This is an optimization exercise on Yosys and OpenROAD, whose aim is small area, a short achievable clock period and few clock cycles, not a production implementation. The RTL was checked by simulation tests, not by an equivalence proof against the original design.

==> design/flow/design.v <==
module aes_sbox_hi (
    input  wire [7:0] a,
    output wire [3:0] m       
);
    wire U0 = a[7], U1 = a[6], U2 = a[5], U3 = a[4], U4 = a[3], U5 = a[2], U6 = a[1], U7 = a[0];
    wire T1 = U0 ^ U3;
    wire T2 = U0 ^ U5;
    wire T3 = U0 ^ U6;
    wire T4 = U3 ^ U5;
    wire T5 = U4 ^ U6;
    wire T6 = T1 ^ T5;
    wire T7 = U1 ^ U2;
    wire T8 = U7 ^ T6;
    wire T9 = U7 ^ T7;
    wire T10 = T6 ^ T7;
    wire T11 = U1 ^ U5;
    wire T12 = U2 ^ U5;
    wire T13 = T3 ^ T4;
    wire T14 = T6 ^ T11;
    wire T15 = T5 ^ T11;
    wire T16 = T5 ^ T12;
    wire T17 = T9 ^ T16;
    wire T18 = U3 ^ U7;
    wire T19 = T7 ^ T18;
    wire T20 = T1 ^ T19;
    wire T21 = U6 ^ U7;
    wire T22 = T7 ^ T21;
    wire T23 = T2 ^ T22;
    wire T24 = T2 ^ T10;
    wire T25 = T20 ^ T17;
    wire T26 = T3 ^ T16;
    wire T27 = T1 ^ T12;
    wire M1 = T13 & T6;
    wire M2 = T23 & T8;
    wire M3 = T14 ^ M1;
    wire M4 = T19 & U7;
    wire M5 = M4 ^ M1;
    wire M6 = T3 & T16;
    wire M7 = T22 & T9;
    wire M8 = T26 ^ M6;
    wire M9 = T20 & T17;
    wire M10 = M9 ^ M6;
    wire M11 = T1 & T15;
    wire M12 = T4 & T27;
    wire M13 = M12 ^ M11;
    wire M14 = T2 & T10;
    wire M15 = M14 ^ M11;
    wire M16 = M3 ^ M2;
    wire M17 = M5 ^ T24;
    wire M18 = M8 ^ M7;
    wire M19 = M10 ^ M15;
    wire M20 = M16 ^ M13;
    wire M21 = M17 ^ M15;
    wire M22 = M18 ^ M13;
    wire M23 = M19 ^ T25;
    assign m = {M20, M21, M22, M23};
endmodule
module aes_sbox_inv (
    input  wire [3:0] m,      
    output wire [3:0] v       
);
    wire M20 = m[3], M21 = m[2], M22 = m[1], M23 = m[0];
    wire M24 = M22 ^ M23;
    wire M25 = M22 & M20;
    wire M26 = M21 ^ M25;
    wire M27 = M20 ^ M21;
    wire M28 = M23 ^ M25;
    wire M29 = M28 & M27;
    wire M30 = M26 & M24;
    wire M31 = M20 & M23;
    wire M32 = M27 & M31;
    wire M33 = M27 ^ M25;
    wire M34 = M21 & M22;
    wire M35 = M24 & M34;
    wire M36 = M24 ^ M25;
    wire M37 = M21 ^ M29;
    wire M38 = M32 ^ M33;
    wire M39 = M23 ^ M30;
    wire M40 = M35 ^ M36;
    assign v = {M37, M38, M39, M40};
endmodule
module aes_sbox_lo (
    input  wire [7:0] a,
    input  wire [3:0] v,      
    output wire [7:0] y
);
    wire U0 = a[7], U1 = a[6], U2 = a[5], U3 = a[4], U4 = a[3], U5 = a[2], U6 = a[1], U7 = a[0];
    wire T1 = U0 ^ U3;
    wire T2 = U0 ^ U5;
    wire T3 = U0 ^ U6;
    wire T4 = U3 ^ U5;
    wire T5 = U4 ^ U6;
    wire T6 = T1 ^ T5;
    wire T7 = U1 ^ U2;
    wire T8 = U7 ^ T6;
    wire T9 = U7 ^ T7;
    wire T10 = T6 ^ T7;
    wire T11 = U1 ^ U5;
    wire T12 = U2 ^ U5;
    wire T13 = T3 ^ T4;
    wire T14 = T6 ^ T11;
    wire T15 = T5 ^ T11;
    wire T16 = T5 ^ T12;
    wire T17 = T9 ^ T16;
    wire T18 = U3 ^ U7;
    wire T19 = T7 ^ T18;
    wire T20 = T1 ^ T19;
    wire T21 = U6 ^ U7;
    wire T22 = T7 ^ T21;
    wire T23 = T2 ^ T22;
    wire T24 = T2 ^ T10;
    wire T25 = T20 ^ T17;
    wire T26 = T3 ^ T16;
    wire T27 = T1 ^ T12;
    wire M37 = v[3], M38 = v[2], M39 = v[1], M40 = v[0];
    wire M41 = M38 ^ M40;
    wire M42 = M37 ^ M39;
    wire M43 = M37 ^ M38;
    wire M44 = M39 ^ M40;
    wire M45 = M42 ^ M41;
    wire M46 = M44 & T6;
    wire M47 = M40 & T8;
    wire M48 = M39 & U7;
    wire M49 = M43 & T16;
    wire M50 = M38 & T9;
    wire M51 = M37 & T17;
    wire M52 = M42 & T15;
    wire M53 = M45 & T27;
    wire M54 = M41 & T10;
    wire M55 = M44 & T13;
    wire M56 = M40 & T23;
    wire M57 = M39 & T19;
    wire M58 = M43 & T3;
    wire M59 = M38 & T22;
    wire M60 = M37 & T20;
    wire M61 = M42 & T1;
    wire M62 = M45 & T4;
    wire M63 = M41 & T2;
    wire L0 = M61 ^ M62;
    wire L1 = M50 ^ M56;
    wire L2 = M46 ^ M48;
    wire L3 = M47 ^ M55;
    wire L4 = M54 ^ M58;
    wire L5 = M49 ^ M61;
    wire L6 = M62 ^ L5;
    wire L7 = M46 ^ L3;
    wire L8 = M51 ^ M59;
    wire L9 = M52 ^ M53;
    wire L10 = M53 ^ L4;
    wire L11 = M60 ^ L2;
    wire L12 = M48 ^ M51;
    wire L13 = M50 ^ L0;
    wire L14 = M52 ^ M61;
    wire L15 = M55 ^ L1;
    wire L16 = M56 ^ L0;
    wire L17 = M57 ^ L1;
    wire L18 = M58 ^ L8;
    wire L19 = M63 ^ L4;
    wire L20 = L0 ^ L1;
    wire L21 = L1 ^ L7;
    wire L22 = L3 ^ L12;
    wire L23 = L18 ^ L2;
    wire L24 = L15 ^ L9;
    wire L25 = L6 ^ L10;
    wire L26 = L7 ^ L9;
    wire L27 = L8 ^ L10;
    wire L28 = L11 ^ L14;
    wire L29 = L11 ^ L17;
    assign y[7] = L6 ^ L24;
    assign y[6] = ~(L16 ^ L26);
    assign y[5] = ~(L19 ^ L28);
    assign y[4] = L6 ^ L21;
    assign y[3] = L20 ^ L22;
    assign y[2] = L25 ^ L29;
    assign y[1] = ~(L13 ^ L27);
    assign y[0] = ~(L6 ^ L23);
endmodule
module aes_sbox (
    input  wire [7:0] a,
    output wire [7:0] y
);
    wire [3:0] m, v;
    aes_sbox_hi  u_hi  (.a(a), .m(m));
    aes_sbox_inv u_inv (.m(m), .v(v));
    aes_sbox_lo  u_lo  (.a(a), .v(v), .y(y));
endmodule
module aes_lane (
    input  wire         clk,
    input  wire         load,
    input  wire [127:0] pin,
    input  wire [127:0] rk,
    output wire [127:0] ks
);
    reg [127:0] sS;
    reg [127:0] uR;
    reg [63:0]  mR;
    function [7:0] xtime(input [7:0] b);
        xtime = {b[6:0], 1'b0} ^ (b[7] ? 8'h1b : 8'h00);
    endfunction
    wire [127:0] mc;
    genvar gi;
    generate
        for (gi = 0; gi < 4; gi = gi + 1) begin : g_mix
            wire [7:0] a0 = sS[127-32*gi -: 8];
            wire [7:0] a1 = sS[119-32*gi -: 8];
            wire [7:0] a2 = sS[111-32*gi -: 8];
            wire [7:0] a3 = sS[103-32*gi -: 8];
            assign mc[127-32*gi -: 8] = xtime(a0) ^ xtime(a1) ^ a1 ^ a2 ^ a3;
            assign mc[119-32*gi -: 8] = a0 ^ xtime(a1) ^ xtime(a2) ^ a2 ^ a3;
            assign mc[111-32*gi -: 8] = a0 ^ a1 ^ xtime(a2) ^ xtime(a3) ^ a3;
            assign mc[103-32*gi -: 8] = xtime(a0) ^ a0 ^ a1 ^ a2 ^ xtime(a3);
        end
    endgenerate
    wire [127:0] u = (load ? pin : mc) ^ rk;
    wire [63:0] mid;
    wire [127:0] sb;
    generate
        for (gi = 0; gi < 16; gi = gi + 1) begin : g_sb
            wire [3:0] v;
            aes_sbox_hi  u_hi  (.a(u[127-8*gi -: 8]), .m(mid[63-4*gi -: 4]));
            aes_sbox_inv u_inv (.m(mR[63-4*gi -: 4]), .v(v));
            aes_sbox_lo  u_lo  (.a(uR[127-8*gi -: 8]), .v(v), .y(sb[127-8*gi -: 8]));
        end
    endgenerate
    wire [127:0] sr;
    generate
        for (gi = 0; gi < 16; gi = gi + 1) begin : g_shift
            localparam integer R = gi % 4;
            localparam integer C = gi / 4;
            localparam integer SRC = 4 * ((C + R) % 4) + R;
            assign sr[127-8*gi -: 8] = sb[127-8*SRC -: 8];
        end
    endgenerate
    always @(posedge clk) begin
        uR <= u;
        mR <= mid;
        sS <= sr;
    end
    assign ks = sS ^ rk;
endmodule
module aes_keysched (
    input  wire         clk,
    input  wire         load,       
    input  wire [255:0] key,
    input  wire         adv,        
    input  wire         mode256,
    input  wire [3:0]   step,       
    output wire [127:0] rk
);
    reg [255:0] win;    
    reg [31:0]  gR;     
    reg [15:0]  gV;     
    reg [7:0]   rcR;    
    assign rk = win[255:128];
    wire [31:0] last_w   = mode256 ? win[31:0] : win[159:128];
    wire        sub_only = mode256 & step[0];
    wire [3:0]  rc_idx   = mode256 ? {1'b0, step[3:1]} : step;
    reg  [7:0]  rcon;
    always @(*) begin
        case (rc_idx)
            4'd0: rcon = 8'h01;
            4'd1: rcon = 8'h02;
            4'd2: rcon = 8'h04;
            4'd3: rcon = 8'h08;
            4'd4: rcon = 8'h10;
            4'd5: rcon = 8'h20;
            4'd6: rcon = 8'h40;
            4'd7: rcon = 8'h80;
            4'd8: rcon = 8'h1b;
            4'd9: rcon = 8'h36;
            default: rcon = 8'h00;
        endcase
    end
    wire [31:0] g_in = sub_only ? last_w : {last_w[23:0], last_w[31:24]};
    wire [15:0] g_v;
    wire [31:0] g_sub;
    genvar gi;
    generate
        for (gi = 0; gi < 4; gi = gi + 1) begin : g_ks
            wire [3:0] m;
            aes_sbox_hi  u_hi  (.a(g_in[31-8*gi -: 8]), .m(m));
            aes_sbox_inv u_inv (.m(m), .v(g_v[15-4*gi -: 4]));
            aes_sbox_lo  u_lo  (.a(gR[31-8*gi -: 8]), .v(gV[15-4*gi -: 4]),
                                .y(g_sub[31-8*gi -: 8]));
        end
    endgenerate
    wire [31:0] q0 = win[255:224] ^ {rcR, 24'h0};
    wire [31:0] q1 = q0 ^ win[223:192];
    wire [31:0] q2 = q1 ^ win[191:160];
    wire [31:0] q3 = q2 ^ win[159:128];
    wire [127:0] new_words = {q0 ^ g_sub, q1 ^ g_sub, q2 ^ g_sub, q3 ^ g_sub};
    always @(posedge clk) begin
        gR  <= g_in;
        gV  <= g_v;
        rcR <= sub_only ? 8'h00 : rcon;
        if (load)
            win <= key;
        else if (adv)
            win <= mode256 ? {win[127:0], new_words} : {new_words, win[127:0]};
    end
endmodule
module ghash_mul #(
    parameter integer D     = 16,       
    parameter integer NCOPY = 4
) (
    input  wire [127:0]          z,
    input  wire [D*NCOPY-1:0]    dg,
    input  wire [127:0]          h,
    output reg  [127:0]          z_next
);
    localparam integer NCH = 128 / D;
    function [6:0] cm4(input [3:0] a, input [3:0] b);
        integer i;
        begin
            cm4 = 7'h0;
            for (i = 0; i < 4; i = i + 1)
                if (a[i]) cm4 = cm4 ^ ({3'b0, b} << i);
        end
    endfunction
    function [14:0] km8(input [7:0] a, input [7:0] b);
        reg [6:0] l, u, m;
        begin
            l = cm4(a[3:0], b[3:0]);
            u = cm4(a[7:4], b[7:4]);
            m = cm4(a[3:0] ^ a[7:4], b[3:0] ^ b[7:4]) ^ l ^ u;
            km8 = {8'b0, l} ^ ({8'b0, m} << 4) ^ ({8'b0, u} << 8);
        end
    endfunction
    function [30:0] km16(input [15:0] a, input [15:0] b);
        reg [14:0] l, u, m;
        begin
            l = km8(a[7:0], b[7:0]);
            u = km8(a[15:8], b[15:8]);
            m = km8(a[7:0] ^ a[15:8], b[7:0] ^ b[15:8]) ^ l ^ u;
            km16 = {16'b0, l} ^ ({16'b0, m} << 8) ^ ({16'b0, u} << 16);
        end
    endfunction
    function [62:0] km32(input [31:0] a, input [31:0] b);
        reg [30:0] l, u, m;
        begin
            l = km16(a[15:0], b[15:0]);
            u = km16(a[31:16], b[31:16]);
            m = km16(a[15:0] ^ a[31:16], b[15:0] ^ b[31:16]) ^ l ^ u;
            km32 = {32'b0, l} ^ ({32'b0, m} << 16) ^ ({32'b0, u} << 32);
        end
    endfunction
    reg [127:0]     hp, zp, r;
    reg [D-1:0]     dp;
    reg [127+D:0]   t;
    reg [2*D-2:0]   pr;
    integer k, c;
    always @(*) begin
        for (k = 0; k < 128; k = k + 1) begin
            hp[k] = h[127-k];
            zp[k] = z[127-k];
        end
        t = {zp, {D{1'b0}}};
        for (c = 0; c < NCH; c = c + 1) begin
            for (k = 0; k < D; k = k + 1)
                dp[k] = dg[D*((c*NCOPY)/NCH) + D - 1 - k];
            if (D == 32)
                pr = km32(dp, hp[D*c +: D]);
            else
                pr = km16(dp, hp[D*c +: D]);
            t = t ^ ({{(129-D){1'b0}}, pr} << (D*c));
        end
        r = t[127:0];
        for (k = 128; k < 128 + D; k = k + 1)
            if (t[k]) r = r ^ (128'h87 << (k - 128));
        for (k = 0; k < 128; k = k + 1)
            z_next[k] = r[127-k];
    end
endmodule
module anvil_gcm (
    input  wire         clk,
    input  wire         rst,
    input  wire         start,
    input  wire [255:0] key,
    input  wire         key_256,
    input  wire [95:0]  iv,
    input  wire         decrypt,
    output reg          idle,
    input  wire         in_valid,
    output reg          in_ready,
    input  wire [127:0] in_data,
    input  wire         in_aad,
    input  wire [4:0]   in_bytes,
    input  wire         in_last,
    output reg          out_valid,
    output reg  [127:0] out_data,
    output reg          tag_valid,
    output reg  [127:0] tag
);
    localparam integer LANES  = 3;            
    localparam integer D      = 32;           
    localparam integer BATCH  = 30;           
    localparam integer GSTEPS = 128 / D;      
    localparam integer GLOAD  = (LANES >= 3) ? 1 : 0;
    localparam integer NG     = 2;            
    localparam integer NE     = NG * LANES;   
    localparam integer EW     = (NE > 8) ? 4 : (NE > 4) ? 3 : 2;    
    reg [255:0] key_r;
    reg         k256_r;
    reg [95:0]  iv_r;
    reg         dec_r;
    reg [127:0] h_r;
    reg [127:0] ej0_r;
    reg [13:0]  len_a;           
    reg [13:0]  len_c;           
    wire acc_start = start & idle;
    reg  open;                   
    wire acc_in    = in_valid & in_ready;
    reg  [4:0]  bc;              
    reg         batch0;          
    reg  [10:0] cb;              
    reg         ld_a;            
    reg  [LANES-1:0] ld;         
    reg         at28, at29;      
    reg         k_adv;           
    reg         k_ld;            
    reg  [3:0]  kstep;           
    wire [4:0]  bc_n   = (acc_start | (bc == BATCH - 1)) ? 5'd0 : bc + 5'd1;
    wire        k256_n = acc_start ? key_256 : k256_r;
    wire [4:0]  l0_n   = k256_n ? 5'd0 : 5'd8;           
    wire [4:0]  rel_n  = bc_n - l0_n;
    wire [127:0] rk;
    aes_keysched u_ks (
        .clk(clk), .load(~open | k_ld), .key(open ? key_r : key),
        .adv(k_adv), .mode256(k256_r), .step(kstep), .rk(rk)
    );
    wire [128*LANES-1:0] ks;
    genvar gl;
    generate
        for (gl = 0; gl < LANES; gl = gl + 1) begin : g_lane
            wire [10:0] c_a = cb + gl;
            wire [10:0] c_b = cb + LANES + gl;
            wire [127:0] p = ld_a ? ((batch0 && gl == 0) ? 128'h0 : {iv_r, 21'h0, c_a})
                                  : {iv_r, 21'h0, c_b};
            aes_lane u_lane (.clk(clk), .load(ld[gl]), .pin(p), .rk(rk),
                             .ks(ks[128*gl +: 128]));
        end
    endgenerate
    reg [127:0] fe [0:NE-1];
    reg [EW-1:0] rp;             
    reg  [1:0]   wp;             
    reg [EW:0]   cnt;            
    reg          push_a, push_b; 
    reg          pushed_a;       
    wire [127:0] head = fe[rp];
    wire        pop   = acc_in & ~in_aad;
    wire        push  = push_a | push_b;
    wire [EW:0] cnt_n = acc_start ? {(EW+1){1'b0}}
                                  : (cnt - {{EW{1'b0}}, pop} + (push ? LANES : 0)
                                     - ((push_a & batch0) ? 2 : 0));
    wire        batch0_n = acc_start | (batch0 & ~at29);
    reg  [127:0] z;
    reg  [127:0] x;
    reg  [4*D-1:0] dg;           
    reg  [3:0]   gcnt;           
    reg          zfirst;         
    reg          first;          
    reg          fin;            
    reg          lenph;          
    reg          hready;
    wire [127:0] z_next;
    ghash_mul #(.D(D), .NCOPY(4)) u_gh (
        .z(zfirst ? 128'h0 : z), .dg(dg), .h(h_r), .z_next(z_next)
    );
    reg [127:0] in_mask;
    integer b;
    always @(*) begin
        for (b = 0; b < 16; b = b + 1)
            in_mask[127-8*b -: 8] = (b < in_bytes) ? 8'hff : 8'h00;
    end
    wire [127:0] text_out = (in_data ^ head) & in_mask;
    wire [127:0] gh_in    = (in_aad | dec_r) ? (in_data & in_mask) : text_out;
    wire         g_last   = (gcnt == 4'd1);
    wire [127:0] s_cur    = first ? 128'h0 : ((GLOAD == 0 && g_last) ? z_next : z);
    wire [13:0]  len_a_n  = len_a + {9'h0, in_bytes};
    wire [13:0]  len_c_n  = len_c + {9'h0, in_bytes};
    wire [127:0] len_blk  = {47'h0, len_a, 3'b000, 47'h0, len_c, 3'b000};
    wire         ld_len   = fin & ((GLOAD == 0) ? g_last : (gcnt == 4'd0));
    reg          x_free;         
    wire [127:0] x_ld     = ~ld_len ? (s_cur ^ gh_in)
                                     : (((GLOAD == 0) ? z_next : z) ^ len_blk);
    reg [3:0] gcnt_n;
    reg       fin_n, lenph_n, open_n, hready_n;
    always @(*) begin
        if (acc_in | ld_len)
            gcnt_n = GSTEPS;
        else if (gcnt != 4'd0)
            gcnt_n = gcnt - 4'd1;
        else
            gcnt_n = 4'd0;
        fin_n    = acc_in ? in_last : (ld_len ? 1'b0 : fin);
        lenph_n  = ld_len ? 1'b1 : ((g_last & lenph) ? 1'b0 : lenph);
        open_n   = acc_start ? 1'b1 : ((acc_in & in_last) ? 1'b0 : open);
        hready_n = acc_start ? 1'b0 : (hready | (batch0 & at28));
    end
    always @(posedge clk) begin
        if (rst) begin
            idle      <= 1'b1;
            in_ready  <= 1'b0;
            out_valid <= 1'b0;
            tag_valid <= 1'b0;
            open      <= 1'b0;
            hready    <= 1'b0;
            gcnt      <= 4'd0;
            fin       <= 1'b0;
            lenph     <= 1'b0;
            first     <= 1'b0;
            cnt       <= {(EW+1){1'b0}};
            rp        <= {EW{1'b0}};
            wp        <= 2'd0;
            bc        <= 5'd0;
            batch0    <= 1'b0;
            push_a    <= 1'b0;
            push_b    <= 1'b0;
            len_a     <= 14'd0;
            len_c     <= 14'd0;
        end else begin
            out_valid <= pop;
            tag_valid <= g_last & lenph;
            open   <= open_n;
            hready <= hready_n;
            gcnt   <= gcnt_n;
            fin    <= fin_n;
            lenph  <= lenph_n;
            cnt    <= cnt_n;
            batch0 <= batch0_n;
            bc     <= bc_n;
            x_free   <= (gcnt_n <= 1 - GLOAD);
            in_ready <= open_n & hready_n & (gcnt_n <= 1 - GLOAD) & ~fin_n & ~lenph_n
                        & (cnt_n != 0);
            push_a <= ~acc_start & (bc_n == 5'd28) & (cnt_n <= NE - LANES);
            push_b <= ~acc_start & (bc_n == 5'd29) & push_a &
                      (cnt_n <= NE - LANES);
            if (acc_start)
                idle <= 1'b0;
            else if (acc_in & in_last)
                idle <= 1'b1;
            if (acc_start) begin
                rp <= 2;
                wp <= 2'd0;
                cb <= 11'd0;
            end else begin
                if (at28)
                    pushed_a <= push_a;
                if (at29)
                    cb <= cb + (pushed_a ? LANES : 0) + (push_b ? LANES : 0);
                if (push)
                    wp <= (wp == NG - 1) ? 2'd0 : wp + 2'd1;
                if (pop)
                    rp <= (rp == NE - 1) ? {EW{1'b0}} : rp + 1'b1;
            end
            if (acc_start)
                first <= 1'b1;
            else if (acc_in)
                first <= 1'b0;
            if (acc_in) begin
                if (in_aad)
                    len_a <= len_a_n;
                else
                    len_c <= len_c_n;
            end else if (ld_len) begin
                len_a <= 14'd0;
                len_c <= 14'd0;
            end
        end
    end
    integer e;
    always @(posedge clk) begin
        ld_a  <= (bc_n == l0_n);
        ld    <= {LANES{(bc_n == l0_n) | (bc_n == l0_n + 5'd1)}};
        at28  <= (bc_n == 5'd28);
        at29  <= (bc_n == 5'd29);
        k_adv <= bc_n[0] & (bc_n > l0_n) & (bc_n < 5'd28);
        k_ld  <= (bc_n == BATCH - 1) | (~k256_n & (bc_n == 5'd7));
        kstep <= rel_n[4:1];
        if (~open) begin
            key_r  <= key;
            k256_r <= key_256;
            iv_r   <= iv;
            dec_r  <= decrypt;
        end
        if (batch0 & at28) begin
            h_r   <= ks[127:0];
            ej0_r <= ks[255:128];
        end
        out_data <= text_out;
        tag      <= z_next ^ ej0_r;
        for (e = 0; e < NE; e = e + 1)
            if (push & (wp == (e / LANES)))
                fe[e] <= ks[128*(e % LANES) +: 128];
        zfirst <= acc_in | ld_len;
        if (x_free | ld_len) begin
            x  <= x_ld;
            dg <= {4{x_ld[D-1:0]}};
        end else begin
            x  <= {{D{1'b0}}, x[127:D]};
            dg <= {4{x[2*D-1:D]}};
        end
        if (gcnt != 4'd0)
            z <= z_next;
    end
endmodule
==> design/flow/flow/run.sh <==
#!/bin/bash
set -euo pipefail
here=$(pwd)
rm -rf "$here/scripts"
cp -r "$FLOW_HOME/scripts" "$here/scripts"
cp "$here/flow/abc_map.script" "$here/scripts/abc_speed.script"
bash standard.sh SCRIPTS_DIR="$here/scripts" SETUP_SLACK_MARGIN=8.0 \
    MAX_REPAIR_ANTENNAS_ITER_DRT=10 finish > standard.log 2>&1
==> design/flow/flow/abc_map.script <==
strash
ifraig
scorr
dc2
strash
&get -n
&dch -f
&nf
&put
==> design/flow/standard.sh <==
#!/bin/bash
# synth_recipe.tcl (not shown) runs the flow's synth.tcl, then flattens the netlist and writes it again
# the make line also repeats each setting of config.mk as NAME=value (left out here)
make -C /OpenROAD-flow-scripts/flow DESIGN_CONFIG=/design/flow/config.mk WORK_HOME=/design/flow/orfs CLKGATE_MAP_FILE= SYNTH_SCRIPT=/design/flow/synth_recipe.tcl "${@:-finish}"
==> design/flow/config.mk <==
export PLATFORM = sky130hd
export DESIGN_NAME = anvil_gcm
export DESIGN_NICKNAME = anvil_gcm
export VERILOG_FILES = /design/flow/design.v
export SDC_FILE = /design/flow/constraint.sdc
export NUM_CORES = 8
export LEC_CHECK = 0
export CAP_MARGIN = 20
export CORE_MARGIN = 2
export CORE_UTILIZATION = 60
export SLEW_MARGIN = 20
==> design/flow/constraint.sdc <==
create_clock -name core_clock -period 12.0 [get_ports {clk}]
set_input_delay 2.4000 -clock core_clock [delete_from_list [all_inputs] [get_ports {clk}]]
set_output_delay 2.4000 -clock core_clock [all_outputs]
set_load 0.01 [all_outputs]
==> key figures, run 1 <==
Worst hold path
  • Hold path depth: 1
  • Hold Path Origin: ej0_r[111]$_DFFE_PP_
  • Min-delay worst type: reg2reg
  • Worst Hold End: tag[111]$_DFF_P_

Yosys
  • Adder-cell share of the synthesized area: 0.815%
  • Distinct cells, synth: 65
  • Mean Syn Cell Area: 9.88 µm²
  • Post-synth top area cell: xnor2_1
  • Synth top area cells: xnor2_1 (26%), edfxtp_1 (21%), dfxtp_1 (16%)
  • Largest family of logic cells by synthesized area: XOR/XNOR gates
  • Synth Cell Area: 216000 µm²
  • Asr flop ratio synth: 0%
  • Synthesized-area fraction occupied by and/or/nand/nor cells: 9.69%
  • Post-Synth XOR/XNOR Area: 42.8%
  • Yosys warnings: 5
  • FF+latch count, synth: 3244
  • Synth Flop Type: dfxtp_1
  • Cell with the most instances after synthesis: xnor2_1
  • Post-synthesis cell count: 21900
  • Synth top area share: 26.4%
  • Seq/Total Area, Yosys: 37.1%
  • Mux share of post-synthesis cell area: 1.85%
  • Post-synth EDFFs: 1519
  • Net count after synthesis: 22500
  • Complex-gate fraction of the synthesized area: 7.08%
  • Synth cell count leaders: xnor2_1 (6512), xor2_1 (3459), nor2_1 (2223)

Routing
  • DR WL/cell: 37.3 µm
  • Routed vias/inst: 6.51
  • Via count: 190000
  • DRC Markers: 0
  • Final antenna-violating net count: 0
  • WL final: 1090000 µm
  • DR iter-0 viols: 33400
  • First-pass detailed-route iteration total: 17

GRT
  • Vias in the first global route: 174000
  • Largest net degree at the start of global routing: 137
  • First-pass GRT wire length: 1410000 µm
  • Tot GR Track Use: 56.0%
  • Total gr overflow: 0
  • Initial antenna violation count: 121

Floorplanning
  • Die ar.: 365000 µm²
  • Row Count: 220
  • I/O pin count: 753
  • Starting Density: 60.2%
  • Core ar.: 359000 µm²
  • Die Ht: 604 µm
  • Die Wd: 604 µm

Critical path
  • Worst path slowest cell: xor2_1
  • Crit-path cells: xor2_4 -> xor2_2 -> o21ai_0 -> a21oi_1 -> xnor2_1 -> xnor2_1 -> xnor2_1 -> xor2_1 -> xnor2_2 -> xnor2_1 -> o221ai_1
  • WP data required: 12.70 ns
  • RR Endpoint: u_ks.win[131]$_DFFE_PP_
  • Critical Path Fanout Max: 4
  • Crit path buf inv count: 0
  • WS Path Type: reg2reg
  • Startpoint types: register
  • CP endpoint kind: register
  • CP delay by family, top: XOR/XNOR gates
  • Crit path DAT: 5.61 ns
  • Reg2Reg Depth: 11
  • R2R Path Start: u_ks.gR[1]$_DFF_P_
  • Max incr delay on CP: 1.22 ns
  • Reg2Reg Setup Slack: 7.10 ns
  • Worst path most repeated cell: xnor2_1

STA
  • Crit share post-route: 40.9%
  • Slew Limit Fails: 27
  • Final TNS setup: 0 ns
  • RSZ-0062 raised after global routing: true
  • Hold Slack: 0.433 ns
  • Period minus WS final: 4.90 ns
  • Least-Margin Pin Slew: 1.82 ns
  • Slew headroom: -21.2%
  • Final hold viol count: 0
  • Final setup viols: 0
  • PnR worst setup slack: 7.10 ns
  • Max Freq: 204 MHz
  • Clock Skew: 0.103 ns

Outcome
  • Status: complete, but fails checks
  • Layout Check Fails: capacitance limit, slew limit

Clocking
  • CTS tree: built
  • H-Tree Depth: 5
  • Buffer levels on the longest clock path: 4
  • Reg clk slew, reported paths: 0.06 ns
  • Sinks on Clock Net: 3244
  • Post-CTS Hold Buffers: 0
  • Clock root buffer: clkbuf_16
  • CTS Buf Count: 346
  • Worst-skew pair later-pin latency: 1.06 ns

Layout
  • Footprint of the multi-input gates: 145000 µm²
  • Fill count: 24700
  • Register Area: 80600 µm²
  • Nets: 24600
  • Non-Filler Instances: 29200
  • Core Util, Final: 73.1%
  • Final instance area: 262000 µm²
  • Area delta synth->final: 21.4%
  • Share of cells above drive strength 1: 13.1%

Placement
  • Placed Cells incl. Taps: 27800
  • IO buf count: 752
  • RD Place Congestion: 1.17
  • DP Worst Slack: 5.69 ns
  • HPWL Detailed: 802000 µm
  • Post-place instance area: 234000 µm²

Run
  • Max Cap Violations: 7
## metal layers
| metal | vias to the layer above | share of wire, % | GRT usage, % |
|---|---|---|---|
| li1 | 76600 | - | - |
| met1 | 89800 | 31 | 61.9 |
| met2 | 17700 | 39 | 77.1 |
| met3 | 5715 | 16 | 26.3 |
| met4 | 56 | 14 | 56.6 |
| met5 | - | 0.11 | 0.608 |
## logic make-up (layout without fill, tap and decap cells)
| kind of cell | count (synthesis) | in the layout |
|---|---|---|
| XOR/XNOR | 10200 | 10200 |
| AND/OR/NAND/NOR | 5028 | 5032 |
| flip-flops | 3244 | 3244 |
| AO/OA/AOI/OAI | 2507 | 2508 |
| buffers and inverters | 399 | 2808 |
| multiplexers | 366 | 366 |
| adder cells (fa/ha/maj) | 136 | 136 |
| other | 0 | 116 |
## final cells by class
cell class	instances	share of cell area [%]
clock buffer	460	3.67
inverter	399	0.590
tap	4773	2.28
sequential	3244	30.7
timing repair buffer	1762	6.52
antenna	116	0.111
clock inverter	187	0.832
multi-input combinational	18200	55.3
## how the worst max path moves through the flow
stage	from	end	slack [ns]	cells past startpoint
detailed placement	in_aad	in_ready$_SDFF_PP0_	5.69	14
global placement	in_valid	in_ready$_SDFF_PP0_	5.71	15
CTS	g_lane[2].u_lane.sS[84]$_DFF_P_	g_lane[2].u_lane.mR[40]$_DFF_P_	7.82	12
finish	u_ks.gR[1]$_DFF_P_	u_ks.win[131]$_DFFE_PP_	7.10	11
floorplan	open$_SDFF_PP0_	u_ks.win[0]$_DFFE_PP_	0.91	3
global route	u_ks.gR[1]$_DFF_P_	u_ks.win[131]$_DFFE_PP_	7.28	11
## sequential cells by signal, summed over array words and instances (netlist names), 96 cells and up
register,cells
g_lane.u_lane.uR,384
ej0_r,128
out_data,128
fe,768
x,96
tag,128
iv_r,96
z,128
g_lane.u_lane.sS,384
g_lane.u_lane.mR,192
h_r,128
u_ks.win,256
key_r,256
## repair_timing
item                                    in CTS  in global routing
setup buffers                              246                323
pin swaps                                   90                201
resized for setup                         1901                788
endpoints found under the setup margin    1344                819
endpoints found under the hold margin        0                  0
cloned                                       8                 12
## cell usage in the layout (no fill, tap or decap), types with 46 or more instances in the layout
master	n
xor2_1	3216
dlygate4sd2_1	68
dfxtp_2	149
o22ai_1	68
a22oi_1	205
a22o_1	56
edfxtp_1	1519
dfxtp_4	79
a21oi_1	680
nor2b_1	220
nand2b_1	298
clkbuf_16	365
xnor3_2	46
and2_0	55
nand3_1	93
clkdlybuf4s50_1	484
nand2_1	1888
a222oi_1	90
a211oi_1	52
a31oi_1	101
nor3_1	83
diode_2	116
xor2_2	211
dfxtp_1	1497
buf_4	750
buf_6	102
ha_1	120
buf_2	99
nor2_1	2192
xnor2_4	136
o21ai_0	756
mux2_1	269
xnor3_1	165
clkinv_2	55
buf_12	129
xnor2_1	5834
clkbuf_1	72
xnor2_2	543
mux2i_1	97
clkinv_1	403
Testbench counts, summed over its fixed seeds: cycles 42,390.
==> run 2, diff against run 1 <==
--- a/design/flow/design.v
+++ b/design/flow/design.v
@@ -415,2 +415,4 @@
     reg  [10:0] cb;              
+    reg         push_a, push_b;  
+    reg         pushed_a;        
     reg         ld_a;            
@@ -431,2 +433,8 @@
     wire [128*LANES-1:0] ks;
+    wire        cb_we  = acc_start | at29;
+    wire [10:0] cb_new = acc_start ? 11'd0
+                                   : cb + (pushed_a ? LANES : 0) + (push_b ? LANES : 0);
+    always @(posedge clk)
+        if (cb_we)
+            cb <= cb_new;
     genvar gl;
@@ -434,4 +442,8 @@
         for (gl = 0; gl < LANES; gl = gl + 1) begin : g_lane
-            wire [10:0] c_a = cb + gl;
-            wire [10:0] c_b = cb + LANES + gl;
+            reg [10:0] c_a, c_b;
+            always @(posedge clk)
+                if (cb_we) begin
+                    c_a <= cb_new + gl;
+                    c_b <= cb_new + LANES + gl;
+                end
             wire [127:0] p = ld_a ? ((batch0 && gl == 0) ? 128'h0 : {iv_r, 21'h0, c_a})
@@ -446,4 +458,2 @@
     reg [EW:0]   cnt;            
-    reg          push_a, push_b; 
-    reg          pushed_a;       
     wire [127:0] head = fe[rp];
@@ -544,3 +554,2 @@
                 wp <= 2'd0;
-                cb <= 11'd0;
             end else begin
@@ -548,4 +557,2 @@
                     pushed_a <= push_a;
-                if (at29)
-                    cb <= cb + (pushed_a ? LANES : 0) + (push_b ? LANES : 0);
                 if (push)
==> design/flow/flow/run.sh (replaced) <==
#!/bin/bash
set -euo pipefail
here=$(pwd)
rm -rf "$here/scripts"
cp -r "$FLOW_HOME/scripts" "$here/scripts"
cp "$here/flow/abc_map.script" "$here/scripts/abc_speed.script"
bash standard.sh SCRIPTS_DIR="$here/scripts" SETUP_SLACK_MARGIN=8.0 finish \
    > standard.log 2>&1
--- a/design/flow/config.mk
+++ b/design/flow/config.mk
@@ -7,5 +7,5 @@
 export LEC_CHECK = 0
-export CAP_MARGIN = 20
+export CAP_MARGIN = 40
 export CORE_MARGIN = 2
-export CORE_UTILIZATION = 60
-export SLEW_MARGIN = 20
+export CORE_UTILIZATION = 55
+export SLEW_MARGIN = 40
==> run 2 against run 1 <==
  * The run now finishes clean
  * Synthesized cell count down 0.17%
  * Non-clock buffer count rose by 27
  * Clock skew shrank 0.042 ns
  * Routed wire length decreased by 7.3%
  * Critical path type unchanged
  * Hold slack got worse by 0.0025 ns
  * Critical endpoint is now tag[101]$_DFF_P_
==> key figures, run 2 <==
Outcome
  • Status: finished clean

STA
  • Final setup viols: 0
  • Clock Skew: 0.0616 ns
  • Least-Margin Pin Slew: 1.47 ns
  • Slew headroom: 1.66%
  • Max Freq: 231 MHz
  • Final TNS setup: 0 ns
  • RSZ-0062 raised after global routing: true
  • Period minus WS final: 4.32 ns
  • Final hold viol count: 0
  • Slew Limit Fails: 0
  • Hold Slack: 0.430 ns
  • Crit share post-route: 36.0%
  • PnR worst setup slack: 7.68 ns

Placement
  • RD Place Congestion: 1.13
  • HPWL Detailed: 780000 µm
  • IO buf count: 752
  • Placed Cells incl. Taps: 28300
  • DP Worst Slack: 5.45 ns

Yosys
  • Post-Synth XOR/XNOR Area: 42.6%
  • Synth cell count leaders: xnor2_1 (6648), xor2_1 (3411), nor2_1 (2107)
  • Asr flop ratio synth: 0%
  • Mean Syn Cell Area: 9.97 µm²
  • Post-synth EDFFs: 1569
  • Synth Cell Area: 218000 µm²
  • Yosys warnings: 5
  • Synth Flop Type: dfxtp_1
  • Mux share of post-synthesis cell area: 1.93%
  • Synth top area cells: xnor2_1 (27%), edfxtp_1 (22%), dfxtp_1 (16%)
  • FF+latch count, synth: 3294
  • Synthesized-area fraction occupied by and/or/nand/nor cells: 9.56%
  • Distinct cells, synth: 59
  • Adder-cell share of the synthesized area: 0.826%
  • Seq/Total Area, Yosys: 37.5%
  • Largest family of logic cells by synthesized area: XOR/XNOR gates
  • Net count after synthesis: 22500
  • Post-synthesis cell count: 21800
  • Cell with the most instances after synthesis: xnor2_1
  • Complex-gate fraction of the synthesized area: 6.80%
  • Post-synth top area cell: xnor2_1
  • Synth top area share: 26.7%

Critical path
  • Crit path from: h_r[106]$_DFFE_PP_
  • Worst Setup EP: tag[101]$_DFF_P_
  • Worst path most repeated cell: xnor2_1
  • Crit-path cells: buf_4 -> nand2_1 -> xnor2_1 -> xnor2_1 -> xnor2_1 -> xnor2_1 -> xnor2_1 -> buf_4 -> xnor2_1 -> xnor2_1 -> xnor2_1 -> xnor2_1 -> xor2_1
  • RR Endpoint: tag[101]$_DFF_P_
  • CP Depth: 13
  • Reg2Reg Setup Slack: 7.68 ns
  • Max incr delay on CP: 0.66 ns
  • CP delay by family, top: XOR/XNOR gates
  • Crit path DAT: 5.14 ns
  • R2R Path Start: h_r[106]$_DFFE_PP_
  • WP data required: 12.82 ns
  • WS Path Type: reg2reg
  • CP endpoint kind: register
  • Critical Path Fanout Max: 5
  • Worst path slowest cell: xnor2_1
  • Reg2Reg Depth: 13
  • Crit path buf inv count: 2
  • Startpoint types: register

Routing
  • DR iter-0 viols: 27600
  • Via count: 179000
  • DR WL/cell: 34.0 µm
  • First-pass detailed-route iteration total: 13
  • Routed vias/inst: 6.04
  • Final antenna-violating net count: 0
  • DRC Markers: 0
  • WL final: 1010000 µm

GRT
  • Initial antenna violation count: 127
  • Vias in the first global route: 164000
  • Largest net degree at the start of global routing: 145
  • Tot GR Track Use: 48.3%
  • Total gr overflow: 0
  • First-pass GRT wire length: 1330000 µm

Clocking
  • Sinks on Clock Net: 3294
  • CTS Buf Count: 357
  • Worst-skew pair later-pin latency: 1.06 ns
  • Reg clk slew, reported paths: 0.07 ns
  • H-Tree Depth: 5
  • Clock root buffer: clkbuf_16
  • Buffer levels on the longest clock path: 4
  • CTS tree: built

Run
  • Max Cap Violations: 0

Floorplanning
  • Starting Density: 55.1%
  • Die ar.: 401000 µm²
  • Row Count: 231
  • Die Wd: 633 µm
  • Die Ht: 633 µm
  • Core ar.: 395000 µm²
  • I/O pin count: 753

Layout
  • Flip-flop count of the largest register after layout: 768
  • Non-Filler Instances: 29700
  • Largest Register: fe
  • Commonest non-fill, non-tap cell in the layout: xnor2_1
  • Nets: 24600
  • Commonest non-fill, non-tap cells in the layout: xnor2_1 (6024), xor2_1 (3108), nor2_1 (2067), nand2_1 (1917), dfxtp_1 (1578)
  • Share of cells above drive strength 1: 13.0%
  • Area delta synth->final: 21.6%
  • Biggest regs: fe (768), g_lane.u_lane.sS (384), g_lane.u_lane.uR (384)
  • Fill count: 31700

Worst hold path
  • Min-delay worst type: reg2reg
==> run 2: logic make-up after synthesis <==
group           count (synthesis)
compound gates               2305
xor+xnor                    10300
fa+ha+maj                     139
buf+inv                       476
flops                        3294
mux                           385
simple gates                 4982
==> run 2: worst min-delay path by stage <==
| stage | from | end | slack (ns) | cells after the start |
|---|---|---|---|---|
| 2_1_floorplan | hready$_SDFF_PP0_ | hready$_SDFF_PP0_ | 0.43 | 2 |
| 3_3_place_gp | ej0_r[126]$_DFFE_PP_ | tag[126]$_DFF_P_ | 0.43 | 1 |
| 3_5_place_dp | ej0_r[100]$_DFFE_PP_ | tag[100]$_DFF_P_ | 0.44 | 1 |
| 4_1_cts | ej0_r[113]$_DFFE_PP_ | tag[113]$_DFF_P_ | 0.43 | 1 |
| 5_1_grt | ej0_r[125]$_DFFE_PP_ | tag[125]$_DFF_P_ | 0.45 | 1 |
| 6_report | ej0_r[113]$_DFFE_PP_ | tag[113]$_DFF_P_ | 0.43 | 1 |
==> run 2: through the flow <==
stage               utilization, %  cell area, µm²
floorplan                        -          218000
global placement              59.6          236000
detailed placement            60.2          238000
CTS                           65.0          257000
global route                  67.0          265000
finish                        67.0          265000
==> run 2: cell type report <==
| cell class | instances | area, µm² | area share, % |
|---|---|---|---|
| Timing Repair Buffer | 1789 | 18000 | 6.79 |
| Multi-Input combinational cell | 18100 | 144000 | 54.5 |
| Clock inverter | 191 | 2090 | 0.789 |
| Clock buffer | 473 | 9880 | 3.73 |
| Antenna cell | 119 | 298 | 0.113 |
| Inverter | 476 | 1840 | 0.694 |
| Tap cell | 5242 | 6560 | 2.48 |
| Sequential cell | 3294 | 81900 | 30.9 |
==> run 2: worst reg2reg max path, cell delays in order (launching register included) <==
cell      delay (ns)
edfxtp_1        0.65
buf_4           0.29
nand2_1         0.09
xnor2_1         0.18
xnor2_1         0.13
xnor2_1         0.50
xnor2_1         0.16
xnor2_1         0.30
buf_4           0.28
xnor2_1         0.10
xnor2_1         0.35
xnor2_1         0.16
xnor2_1         0.66
xor2_1          0.27
==> run 2: repair_timing <==
item | in CTS | in global routing
cloned | 9 | 20
setup buffers | 274 | 293
resized for setup | 1624 | 709
hold endpoints to repair | 0 | 0
pin swaps | 78 | 148
endpoints found under the setup margin | 981 | 575
hold buffers | 0 | 0
==> run 2: layer usage <==
metal / up-vias / GRT usage (%) / share of wire (%)
met3: 3386 / 19.3 / 14
li1: 76600 / - / -
met1: 86500 / 57.2 / 35
met4: 78 / 42.5 / 11
met2: 12600 / 67.3 / 40
met5: - / 1.39 / 0.14
Testbench counts of run 2, summed over its fixed seeds: cycles 42,390.
==> run 3, diff against run 2 <==
--- a/design/flow/design.v
+++ b/design/flow/design.v
@@ -474,2 +474,3 @@
     reg          hready;
+    reg          tag_done;       
     wire [127:0] z_next;
@@ -515,2 +516,3 @@
             tag_valid <= 1'b0;
+            tag_done  <= 1'b0;
             open      <= 1'b0;
@@ -532,3 +534,4 @@
             out_valid <= pop;
-            tag_valid <= g_last & lenph;
+            tag_done  <= g_last & lenph;
+            tag_valid <= tag_done;
             open   <= open_n;
@@ -597,3 +600,3 @@
         out_data <= text_out;
-        tag      <= z_next ^ ej0_r;
+        tag      <= z ^ ej0_r;
         for (e = 0; e < NE; e = e + 1)
==> run 3 against run 2 <==
  * Still clean
  * Core utilization down 1.0 points
  * Clock-buffer cell count up 8
  * Sequential share of layout area about the same
  * Cell count down 1.4%
  * Via count down 1.6%
  * Critical path depth down 2
  * Synthesized area up 1.8%
  * First-iteration DRC count down 7.5%
==> key figures, run 3 <==
Clocking
  • Clock root buffer: clkbuf_16
  • Reg clk slew, reported paths: 0.06 ns
  • H-Tree Depth: 5
  • Sinks on Clock Net: 3295
  • Buffer levels on the longest clock path: 4
  • CTS Buf Count: 359
  • Worst-skew pair later-pin latency: 1.08 ns
  • Post-CTS Hold Buffers: 0
  • CTS tree: built

Yosys
  • Distinct cells, synth: 66
  • Synth Cell Area: 222000 µm²
  • FF+latch count, synth: 3295
  • Yosys warnings: 5
  • Asr flop ratio synth: 0%
  • Complex-gate fraction of the synthesized area: 6.62%
  • Synth cell count leaders: xnor2_1 (6026), xor2_1 (3300), nor2_1 (2130)
  • Post-synthesis cell count: 21500
  • Post-synth top area cell: xnor2_1
  • Synth top area share: 23.8%
  • Synth top area cells: xnor2_1 (24%), edfxtp_1 (21%), dfxtp_1 (16%)
  • Post-synth EDFFs: 1569
  • Synth Flop Type: dfxtp_1
  • Post-Synth XOR/XNOR Area: 43.5%
  • Largest family of logic cells by synthesized area: XOR/XNOR gates
  • Mean Syn Cell Area: 10.3 µm²
  • Adder-cell share of the synthesized area: 0.812%
  • Mux share of post-synthesis cell area: 1.89%
  • Seq/Total Area, Yosys: 36.8%
  • Synthesized-area fraction occupied by and/or/nand/nor cells: 9.59%
  • Cell with the most instances after synthesis: xnor2_1
  • Net count after synthesis: 22200

STA
  • Final TNS setup: 0 ns
  • Slew Limit Fails: 0
  • Hold Slack: 0.434 ns
  • Least-Margin Pin Slew: 1.45 ns
  • Clock Skew: 0.122 ns
  • Final hold viol count: 0
  • Period minus WS final: 4.20 ns
  • Final setup viols: 0
  • Max Freq: 238 MHz
  • PnR worst setup slack: 7.80 ns
  • RSZ-0062 raised after global routing: true
  • Crit share post-route: 35.0%
  • Slew headroom: 3.43%

Layout
  • Final instance area: 265000 µm²
  • Biggest regs: fe (768), g_lane.u_lane.sS (384), g_lane.u_lane.uR (384)
  • Non-Filler Instances: 29300
  • Flip-flop count of the largest register after layout: 768
  • Commonest non-fill, non-tap cells in the layout: xnor2_1 (5569), xor2_1 (3026), nor2_1 (2106), nand2_1 (1895), edfxtp_1 (1569)
  • Core Util, Final: 66.0%
  • Commonest non-fill, non-tap cell in the layout: xnor2_1
  • Nets: 24100
  • Fill count: 32000
  • Share of cells above drive strength 1: 11.9%
  • Largest Register: fe
  • Area delta synth->final: 19.6%

Routing
  • First-pass detailed-route iteration total: 13
  • Via count: 176000
  • DR iter-0 viols: 25600
  • WL final: 1000000 µm
  • Final antenna-violating net count: 0
  • DR WL/cell: 34.3 µm
  • DRC Markers: 0
  • Routed vias/inst: 6.02

Critical path
  • WS Path Type: reg2reg
  • Reg2Reg Depth: 11
  • WP data required: 12.92 ns
  • Critical Path Fanout Max: 5
  • R2R Path Start: g_lane[1].u_lane.sS[46]$_DFF_P_
  • Startpoint types: register
  • Crit path DAT: 5.12 ns
  • RR Endpoint: g_lane[1].u_lane.mR[16]$_DFF_P_
  • CP endpoint kind: register
  • Reg2Reg Setup Slack: 7.80 ns

GRT
  • Initial antenna violation count: 132
  • Total gr overflow: 0
  • Largest net degree at the start of global routing: 145
  • First-pass GRT wire length: 1330000 µm
  • Vias in the first global route: 165000
  • Tot GR Track Use: 47.5%

Placement
  • Post-place instance area: 242000 µm²
  • Placed Cells incl. Taps: 28000
  • HPWL Detailed: 797000 µm
  • IO buf count: 752
  • DP Worst Slack: 5.60 ns
  • RD Place Congestion: 1.09

Floorplanning
  • Die Wd: 639 µm
  • Starting Density: 55.1%
  • Die ar.: 408000 µm²
  • Row Count: 233
  • I/O pin count: 753
  • Die Ht: 639 µm
  • Core ar.: 402000 µm²

Outcome
  • Status: finished clean

Worst hold path
  • Worst Hold End: tag[42]$_DFF_P_
  • Hold Path Origin: ej0_r[42]$_DFFE_PP_
  • Min-delay worst type: reg2reg
  • Hold path depth: 1

Run
  • Max Cap Violations: 0
==> run 3: changes by cell type after synthesis, sizes merged, moves of 20 or more <==
cell,before,now
a21o,27,47
o21ai,741,672
xnor2,6648,6026
xor3,22,71
a21oi,576,506
a31oi,18,44
nand2b,310,337
xnor3,180,577
a22oi,163,185
xor2,3411,3300
nor2,2107,2130
==> run 3: area by class of cell <==
class	instances	area, µm²	area share (%)
multi-input combinational	17800	146000	55.0
sequential	3295	82100	31.0
timing repair buffer	1601	16000	6.03
clock buffer	481	10100	3.79
tap	5287	6620	2.49
clock inverter	193	2370	0.893
inverter	458	1770	0.668
antenna	148	370	0.140
==> run 3: cells by family (layout without fill, tap and decap cells) <==
| family | count (synthesis) | in the layout |
|---|---|---|
| other | 0 | 148 |
| xor gates and xnor gates | 9974 | 9974 |
| DFF | 3295 | 3295 |
| buffers and inverters | 458 | 2733 |
| muxes | 385 | 385 |
| and+or+nand+nor | 5050 | 5053 |
| adders and majority gates | 139 | 139 |
| AOI/OAI and AO/OA | 2244 | 2244 |
==> run 3: routing by layer <==
metal	global-route usage, %	routed length [µm]	part of all wire, %
met1	56.8	350000	35
met2	67.8	411000	41
met3	15.0	127000	13
met4	44.0	115000	11
met5	0	264	0.026
==> run 3: worst max-delay path by stage <==
stage,end,from,slack [ns],depth (start not counted)
final,g_lane[1].u_lane.mR[16]$_DFF_P_,g_lane[1].u_lane.sS[46]$_DFF_P_,7.80,11
after global routing,g_lane[1].u_lane.mR[16]$_DFF_P_,g_lane[1].u_lane.sS[46]$_DFF_P_,7.82,11
after CTS,len_a[12]$_SDFFE_PP0P_,in_bytes[1],7.89,12
after detailed placement,in_ready$_SDFF_PP0_,in_aad,5.60,13
after global placement,in_ready$_SDFF_PP0_,in_aad,5.65,13
after floorplan,dg[95]$_DFF_P_,rp[0]$_SDFFE_PP0P_,-5.41,11
==> run 3: what timing repair did <==
item,in CTS,in global routing
endpoints found under the setup margin,977,328
pin swaps,56,69
resized for setup,1688,529
setup buffers,225,163
gates cloned,5,5
==> run 3: critical path, cell delays in order (launching register included) <==
cell and delay, ns:
dfxtp_1 1.00, xnor2_1 0.25, xor3_2 0.48, o21ai_0 0.42, xor2_1 0.39, xor2_1 0.38
xnor2_2 0.21, xor2_1 0.20, ha_1 0.32, xor2_1 0.18, xnor2_1 0.19, xnor2_1 0.13
Testbench counts of run 3, summed over its fixed seeds: cycles 42,398.
==> run 4, diff against run 3 <==
--- a/design/flow/design.v
+++ b/design/flow/design.v
@@ -393,5 +393,5 @@
 );
-    localparam integer LANES  = 3;            
-    localparam integer D      = 32;           
-    localparam integer BATCH  = 30;           
+    localparam integer LANES  = 2;            
+    localparam integer D      = 16;           
+    localparam integer BATCH  = 32;           
     localparam integer GSTEPS = 128 / D;      
@@ -474,3 +474,2 @@
     reg          hready;
-    reg          tag_done;       
     wire [127:0] z_next;
@@ -516,3 +515,2 @@
             tag_valid <= 1'b0;
-            tag_done  <= 1'b0;
             open      <= 1'b0;
@@ -534,4 +532,3 @@
             out_valid <= pop;
-            tag_done  <= g_last & lenph;
-            tag_valid <= tag_done;
+            tag_valid <= g_last & lenph;
             open   <= open_n;
@@ -600,3 +597,3 @@
         out_data <= text_out;
-        tag      <= z ^ ej0_r;
+        tag      <= z_next ^ ej0_r;
         for (e = 0; e < NE; e = e + 1)
==> run 4 against run 3 <==
  * Still clean
  * Synthesized area fell by 25%
  * Cell count fell by 25%
  * Sequential share of layout area rose by 3.4 points
  * Synthesized cell count fell by 25%
  * Die area fell by 25%
  * Critical path type unchanged
==> key figures, run 4 <==
Clocking
  • CTS tree: built
  • Reg clk slew, reported paths: 0.06 ns
  • H-Tree Depth: 5
  • Clock root buffer: clkbuf_16
  • Buffer levels on the longest clock path: 4
  • Worst-skew pair later-pin latency: 0.97 ns
  • CTS Buf Count: 295
  • Sinks on Clock Net: 2697

Worst hold path
  • Hold path depth: 1
  • Hold Path Origin: ej0_r[37]$_DFFE_PP_
  • Min-delay worst type: reg2reg
  • Worst Hold End: tag[37]$_DFF_P_

Routing
  • Via count: 127000
  • DRC Markers: 0
  • WL final: 623000 µm
  • First-pass detailed-route iteration total: 8
  • Final antenna-violating net count: 0
  • DR WL/cell: 28.5 µm
  • DR iter-0 viols: 16500
  • Routed vias/inst: 5.80

Placement
  • IO buf count: 752
  • DP Worst Slack: 5.96 ns
  • RD Place Congestion: 1.04
  • HPWL Detailed: 484000 µm

GRT
  • Largest net degree at the start of global routing: 154
  • Total gr overflow: 0
  • First-pass GRT wire length: 858000 µm
  • Initial antenna violation count: 47
  • Tot GR Track Use: 39.0%
  • Vias in the first global route: 119000

Floorplanning
  • Starting Density: 55.2%
  • Row Count: 201
  • Core ar.: 299000 µm²
  • Die ar.: 305000 µm²
  • Die Ht: 552 µm
  • I/O pin count: 753
  • Die Wd: 552 µm

Critical path
  • WP data required: 12.76 ns
  • Crit path DAT: 4.87 ns
  • CP endpoint kind: register
  • Startpoint types: register
  • Crit-path cells: buf_12 -> buf_16 -> xnor2_4 -> clkbuf_16 -> xnor2_4 -> buf_12 -> nor2_1 -> xor2_1 -> xnor2_1 -> xnor3_2 -> xnor2_4 -> buf_4 -> xor2_4 -> a211oi_2 -> xor2_1 -> o22ai_1
  • Worst path slowest cell: xnor3_2
  • RR Endpoint: x[125]$_SDFF_PP0_
  • R2R Path Start: dg[57]$_DFF_P_
  • Crit path buf inv count: 5
  • WS Path Type: reg2reg
  • Critical Path Fanout Max: 18
  • Worst path most repeated cell: xnor2_4
  • CP delay by family, top: XOR/XNOR gates
  • Reg2Reg Setup Slack: 7.89 ns
  • Reg2Reg Depth: 16
  • Max incr delay on CP: 0.67 ns

Layout
  • Commonest non-fill, non-tap cell in the layout: xnor2_1
  • Flip-flop count of the largest register after layout: 512
  • Commonest non-fill, non-tap cells in the layout: xnor2_1 (4088), xor2_1 (2255), nand2_1 (1615), dfxtp_1 (1350), edfxtp_1 (1294)
  • Nets: 18200
  • Share of cells above drive strength 1: 7.44%
  • Area delta synth->final: 18.1%
  • Largest Register: fe

Yosys
  • Synth cell count leaders: xnor2_1 (4282), xor2_1 (2380), nand2_1 (1628)
  • Synth Cell Area: 165000 µm²
  • Synth top area cells: edfxtp_1 (24%), xnor2_1 (23%), dfxtp_1 (17%)
  • Post-synthesis cell count: 16200
  • Post-synth top area cell: edfxtp_1
  • Cell with the most instances after synthesis: xnor2_1
  • Synth Flop Type: dfxtp_1
  • FF+latch count, synth: 2697
  • Asr flop ratio synth: 0%
  • Yosys warnings: 5
  • Post-synth EDFFs: 1294
  • Distinct cells, synth: 63
  • Net count after synthesis: 16800
  • Mean Syn Cell Area: 10.2 µm²
  • Synth top area share: 23.5%
  • Seq/Total Area, Yosys: 40.5%

STA
  • Period minus WS final: 4.11 ns
  • Max Freq: 243 MHz
  • Least-Margin Pin Slew: 1.05 ns
  • Slew Limit Fails: 0
  • Final setup viols: 0
  • Clock Skew: 0.0670 ns
  • RSZ-0062 raised after global routing: true
  • Final hold viol count: 0
  • Crit share post-route: 34.3%
  • PnR worst setup slack: 7.89 ns
  • Slew headroom: 30.1%
  • Final TNS setup: 0 ns

Outcome
  • Status: finished clean

Run
  • Max Cap Violations: 0
-- run 4: timing repair --
action / in CTS / in global routing
gates resized for setup: 657 / 266
gates cloned: 5 / 14
pin swaps: 14 / 44
endpoints found under the setup margin: 703 / 247
hold buffers: 0 / 0
setup buffers: 31 / 82
-- run 4: layout make-up --
type / instances / area (µm²)
clock inverters: 145 / 1660
fillers: 24700 / 104000
repair buffers: 1083 / 11200
inverters: 410 / 1560
well taps: 3958 / 4950
multi-input cells: 13100 / 100000
diodes: 51 / 128
clock buffers: 400 / 8160
flip-flops and latches: 2697 / 67100
-- run 4: kinds of logic (layout without fill, tap and decap cells) --
| kind of cell | after synthesis | count (layout) | synth area share [%] |
|---|---|---|---|
| AOI/OAI and AO/OA | 2143 | 2143 | 8.16 |
| muxes | 345 | 345 | 2.29 |
| and+or+nand+nor | 3675 | 3677 | 9.38 |
| DFF | 2697 | 2697 | 40.5 |
| buffers and inverters | 410 | 2038 | 0.931 |
| other | 0 | 51 | 0 |
| xor gates and xnor gates | 6853 | 6853 | 37.9 |
| adders and majority gates | 102 | 102 | 0.791 |
-- run 4: worst max path at each step --
stage / from / to / slack (ns) / cells after the start
after floorplan: open$_SDFF_PP0_ / u_ks.win[136]$_DFFE_PP_ / -2.03 / 4
after global placement: in_bytes[2] / x[47]$_DFF_P_ / 5.18 / 10
after detailed placement: in_bytes[2] / x[47]$_DFF_P_ / 5.96 / 12
after CTS: dg[54]$_DFF_P_ / x[126]$_SDFF_PP0_ / 7.79 / 14
after global routing: dg[58]$_DFF_P_ / x[120]$_SDFF_PP0_ / 7.91 / 15
final: dg[57]$_DFF_P_ / x[125]$_SDFF_PP0_ / 7.89 / 16
-- run 4: per-layer routing --
metal / up-vias / global-route usage (%) / wire length (µm)
met5: - / 0 / 52
met4: 8 / 24.2 / 46900
met3: 1259 / 8.23 / 66800
met2: 7000 / 55.7 / 257000
met1: 61200 / 53.9 / 252000
li1: 57300 / - / -
-- run 4: per-stage QoR --
stage          cell area, µm²  instances  hold WS [ns]  utilization [%]
2_1_floorplan          165000      16200         0.399                -
3_3_place_gp           180000      21100         0.433             60.1
3_5_place_dp           181000      21100         0.435             60.4
4_1_cts                192000      21700         0.435             64.2
5_1_grt                195000      21800         0.455             65.2
6_report               195000      21900         0.440             65.2
Testbench counts of run 4, summed over its fixed seeds: cycles 62,200.
==> run 5, diff against run 4 <==
--- a/design/flow/design.v
+++ b/design/flow/design.v
@@ -474,2 +474,3 @@
     reg          hready;
+    reg          tag_done;       
     wire [127:0] z_next;
@@ -487,10 +488,9 @@
     wire         g_last   = (gcnt == 4'd1);
-    wire [127:0] s_cur    = first ? 128'h0 : ((GLOAD == 0 && g_last) ? z_next : z);
-    wire [13:0]  len_a_n  = len_a + {9'h0, in_bytes};
-    wire [13:0]  len_c_n  = len_c + {9'h0, in_bytes};
+    reg  [4:0]   len_b;          
+    reg          len_av, len_cv; 
     wire [127:0] len_blk  = {47'h0, len_a, 3'b000, 47'h0, len_c, 3'b000};
     wire         ld_len   = fin & ((GLOAD == 0) ? g_last : (gcnt == 4'd0));
+    wire [127:0] s_cur    = (first & ~ld_len) ? 128'h0 : ((GLOAD == 0 && g_last) ? z_next : z);
     reg          x_free;         
-    wire [127:0] x_ld     = ~ld_len ? (s_cur ^ gh_in)
-                                     : (((GLOAD == 0) ? z_next : z) ^ len_blk);
+    wire [127:0] x_ld     = s_cur ^ (ld_len ? len_blk : gh_in);
     reg [3:0] gcnt_n;
@@ -515,2 +515,3 @@
             tag_valid <= 1'b0;
+            tag_done  <= 1'b0;
             open      <= 1'b0;
@@ -530,5 +531,8 @@
             len_c     <= 14'd0;
+            len_av    <= 1'b0;
+            len_cv    <= 1'b0;
         end else begin
             out_valid <= pop;
-            tag_valid <= g_last & lenph;
+            tag_done  <= g_last & lenph;
+            tag_valid <= tag_done;
             open   <= open_n;
@@ -566,8 +570,9 @@
                 first <= 1'b0;
-            if (acc_in) begin
-                if (in_aad)
-                    len_a <= len_a_n;
-                else
-                    len_c <= len_c_n;
-            end else if (ld_len) begin
+            len_av <= acc_in & in_aad;
+            len_cv <= acc_in & ~in_aad;
+            if (len_av)
+                len_a <= len_a + {9'h0, len_b};
+            else if (len_cv)
+                len_c <= len_c + {9'h0, len_b};
+            else if (ld_len) begin
                 len_a <= 14'd0;
@@ -597,3 +602,4 @@
         out_data <= text_out;
-        tag      <= z_next ^ ej0_r;
+        len_b    <= in_bytes;
+        tag      <= z ^ ej0_r;
         for (e = 0; e < NE; e = e + 1)
==> run 5 against run 4 <==
  * Setup slack improved by 0.10 ns
  * Maximum frequency is 2.6% higher
  * Synthesized cell count rose by 0.23%
  * Critical endpoint is now x[16]$_DFF_P_
  * Die area is 0.58% lower
  * Hold slack lost 0.018 ns
  * Global-route usage rose by 0.13 points
  * Sequential share of layout area grew 0.65 points
  * Synthesized area decreased by 0.58%
  * Highest routed layer unchanged
  * Still clean
  * Core utilization decreased by 0.57 points
  * Critical path type unchanged
==> key figures, run 5 <==
Outcome
  • Status: finished clean

Critical path
  • CP delay by family, top: simple AND/OR/NAND/NOR gates
  • Crit-path cells: nor4b_4 -> nand2_2 -> buf_4 -> nand2b_4 -> buf_6 -> buf_12 -> nor2_1 -> a21oi_1
  • Worst path slowest cell: dfxtp_1
  • Critical Path Fanout Max: 124
  • Startpoint types: register
  • WS Path Type: reg2reg
  • WP data required: 12.90 ns
  • R2R Path Start: gcnt[0]$_SDFF_PP0_
  • Crit path DAT: 4.90 ns
  • CP endpoint kind: register
  • Max incr delay on CP: 0.46 ns
  • Crit path from: gcnt[0]$_SDFF_PP0_
  • Crit path buf inv count: 3

GRT
  • Total gr overflow: 0
  • First-pass GRT wire length: 847000 µm
  • Largest net degree at the start of global routing: 131
  • Tot GR Track Use: 39.1%
  • Vias in the first global route: 118000
  • Initial antenna violation count: 56

Run
  • Max Cap Violations: 0

Layout
  • Core Util, Final: 64.6%
  • Share of cells above drive strength 1: 6.67%
  • Commonest non-fill, non-tap cell in the layout: xnor2_1
  • Area delta synth->final: 16.9%
  • Largest Register: fe
  • Fill count: 24500
  • Commonest non-fill, non-tap cells in the layout: xnor2_1 (4181), xor2_1 (2260), nor2_1 (1603), nand2_1 (1511), dfxtp_1 (1345)
  • Flip-flop count of the largest register after layout: 512
  • Nets: 18200

STA
  • Final TNS setup: 0 ns
  • Max Freq: 249 MHz
  • Clock Skew: 0.0753 ns
  • RSZ-0062 raised after global routing: true
  • Least-Margin Pin Slew: 1.05 ns
  • Slew headroom: 29.5%
  • Final setup viols: 0
  • PnR worst setup slack: 7.99 ns
  • Period minus WS final: 4.01 ns
  • Crit share post-route: 33.4%
  • Hold Slack: 0.422 ns
  • Final hold viol count: 0
  • Slew Limit Fails: 0

Clocking
  • CTS Buf Count: 298
  • Sinks on Clock Net: 2704
  • CTS tree: built
  • Post-CTS Hold Buffers: 0
  • Buffer levels on the longest clock path: 4
  • Worst-skew pair later-pin latency: 0.97 ns
  • Reg clk slew, reported paths: 0.07 ns
  • Clock root buffer: clkbuf_16
  • H-Tree Depth: 5

Floorplanning
  • Row Count: 200
  • Starting Density: 55.3%
  • Die Ht: 551 µm
  • Core ar.: 297000 µm²
  • I/O pin count: 753
  • Die Wd: 551 µm
  • Die ar.: 303000 µm²

Yosys
  • Synth Cell Area: 164000 µm²
  • Synth Flop Type: dfxtp_1
  • Net count after synthesis: 16900
  • Post-synth EDFFs: 1294
  • Synth cell count leaders: xnor2_1 (4310), xor2_1 (2384), nor2_1 (1617)
  • Seq/Total Area, Yosys: 40.8%
  • Yosys warnings: 5
  • Post-synthesis cell count: 16300
  • Synth top area cells: edfxtp_1 (24%), xnor2_1 (23%), dfxtp_1 (17%)
  • Post-synth top area cell: edfxtp_1
  • Cell with the most instances after synthesis: xnor2_1
  • Distinct cells, synth: 62
  • Mean Syn Cell Area: 10.1 µm²
  • Synth top area share: 23.7%
  • Asr flop ratio synth: 0%
  • FF+latch count, synth: 2704

Worst hold path
  • Min-delay worst type: reg2reg
  • Hold Path Origin: ej0_r[112]$_DFFE_PP_

Placement
  • DP Worst Slack: 6.05 ns
  • RD Place Congestion: 1.01
  • IO buf count: 752
  • HPWL Detailed: 480000 µm

Routing
  • DRC Markers: 0
  • Final antenna-violating net count: 0
  • Routed vias/inst: 5.73
  • First-pass detailed-route iteration total: 10
  • Via count: 125000
  • DR iter-0 viols: 15800
  • DR WL/cell: 28.0 µm
  • WL final: 612000 µm
==> run 5: cell families after synthesis <==
| kind of cell | count (synthesis) | synth area share [%] |
|---|---|---|
| mux | 344 | 2.30 |
| xor+xnor | 6833 | 37.6 |
| flops | 2704 | 40.8 |
| fa+ha+maj | 102 | 0.795 |
| buf+inv | 325 | 0.743 |
| simple gates | 3875 | 9.88 |
| compound gates | 2079 | 7.84 |
==> run 5: metrics by stage <==
step	cell area, µm²	cells
finish	192000	21800
global route	192000	21800
CTS	190000	21700
detailed placement	179000	21100
global placement	179000	21100
floorplan	164000	16300
==> run 5: area by class of cell <==
cell class                 instances  area [µm²]  area share, %
clock inverter                   143        1610          0.838
multi-input combinational      13200       98600           51.3
antenna                           61         153         0.0795
sequential                      2704       67200           35.0
timing repair buffer             997        9870           5.14
tap                             3939        4930           2.57
clock buffer                     409        8420           4.39
inverter                         325        1230          0.641
==> run 5: path summary, 6_finish.rpt <==
| check | to | slack (ns) | cells after the start |
|---|---|---|---|
| setup / recovery | x[16]$_DFF_P_ | 7.99 | 8 |
| hold / removal | tag[112]$_DFF_P_ | 0.42 | 1 |
| setup reg to reg | x[16]$_DFF_P_ | 7.99 | 8 |
| hold reg to reg | tag[112]$_DFF_P_ | 0.42 | 1 |
==> run 5: metal layers <==
metal / vias to the layer above / share of wire [%] / GRT usage [%]
met5: - / 0.0062 / 0
met4: 6 / 6.7 / 23.5
met3: 1209 / 10 / 7.92
met2: 6499 / 43 / 58.2
met1: 60200 / 40 / 52.7
li1: 57100 / - / -
==> run 5: repair_timing <==
action                     CTS  global route
setup endpoints to repair  609           232
buffers inserted            21            28
gates cloned                 2             1
gates resized for setup    623           177
pin swaps                   15            20
Testbench counts of run 5, summed over its fixed seeds: cycles 62,208.

==> re-timing with driven ports <==
No port has a modelled driver above. Below, the same layouts with a new extraction and two added sets of constraints.
Step 1 assumes that a clkbuf_16 drives the clock port and a buf_2 every other input.
Step 2 adds t to the input delays and takes it off the output delays; t is the mean of the earliest and latest rising clock arrival at the registers after step 1. Input paths then give back, and output paths get back, about the clock's delay inside the block.
Slacks: ideal ports / drivers / drivers and shift; pairs: ideal ports / drivers.
run	t (ns)	setup WS [ns]	latest minus earliest clock arrival (ns)
run 1	1.139	7.096 / 7.096 / 6.741	0.106 / 0.105
run 2	1.159	7.677 / 7.677 / 6.753	0.070 / 0.070
run 3	1.147	7.799 / 7.799 / 6.891	0.129 / 0.129
run 4	1.052	7.887 / 7.885 / 7.083	0.068 / 0.067
run 5	1.050	7.990 / 7.897 / 7.065	0.080 / 0.080
For run 5, which loses most, drivers alone change the setup slack by -0.093 ns; drivers and shift together by -0.925 ns.
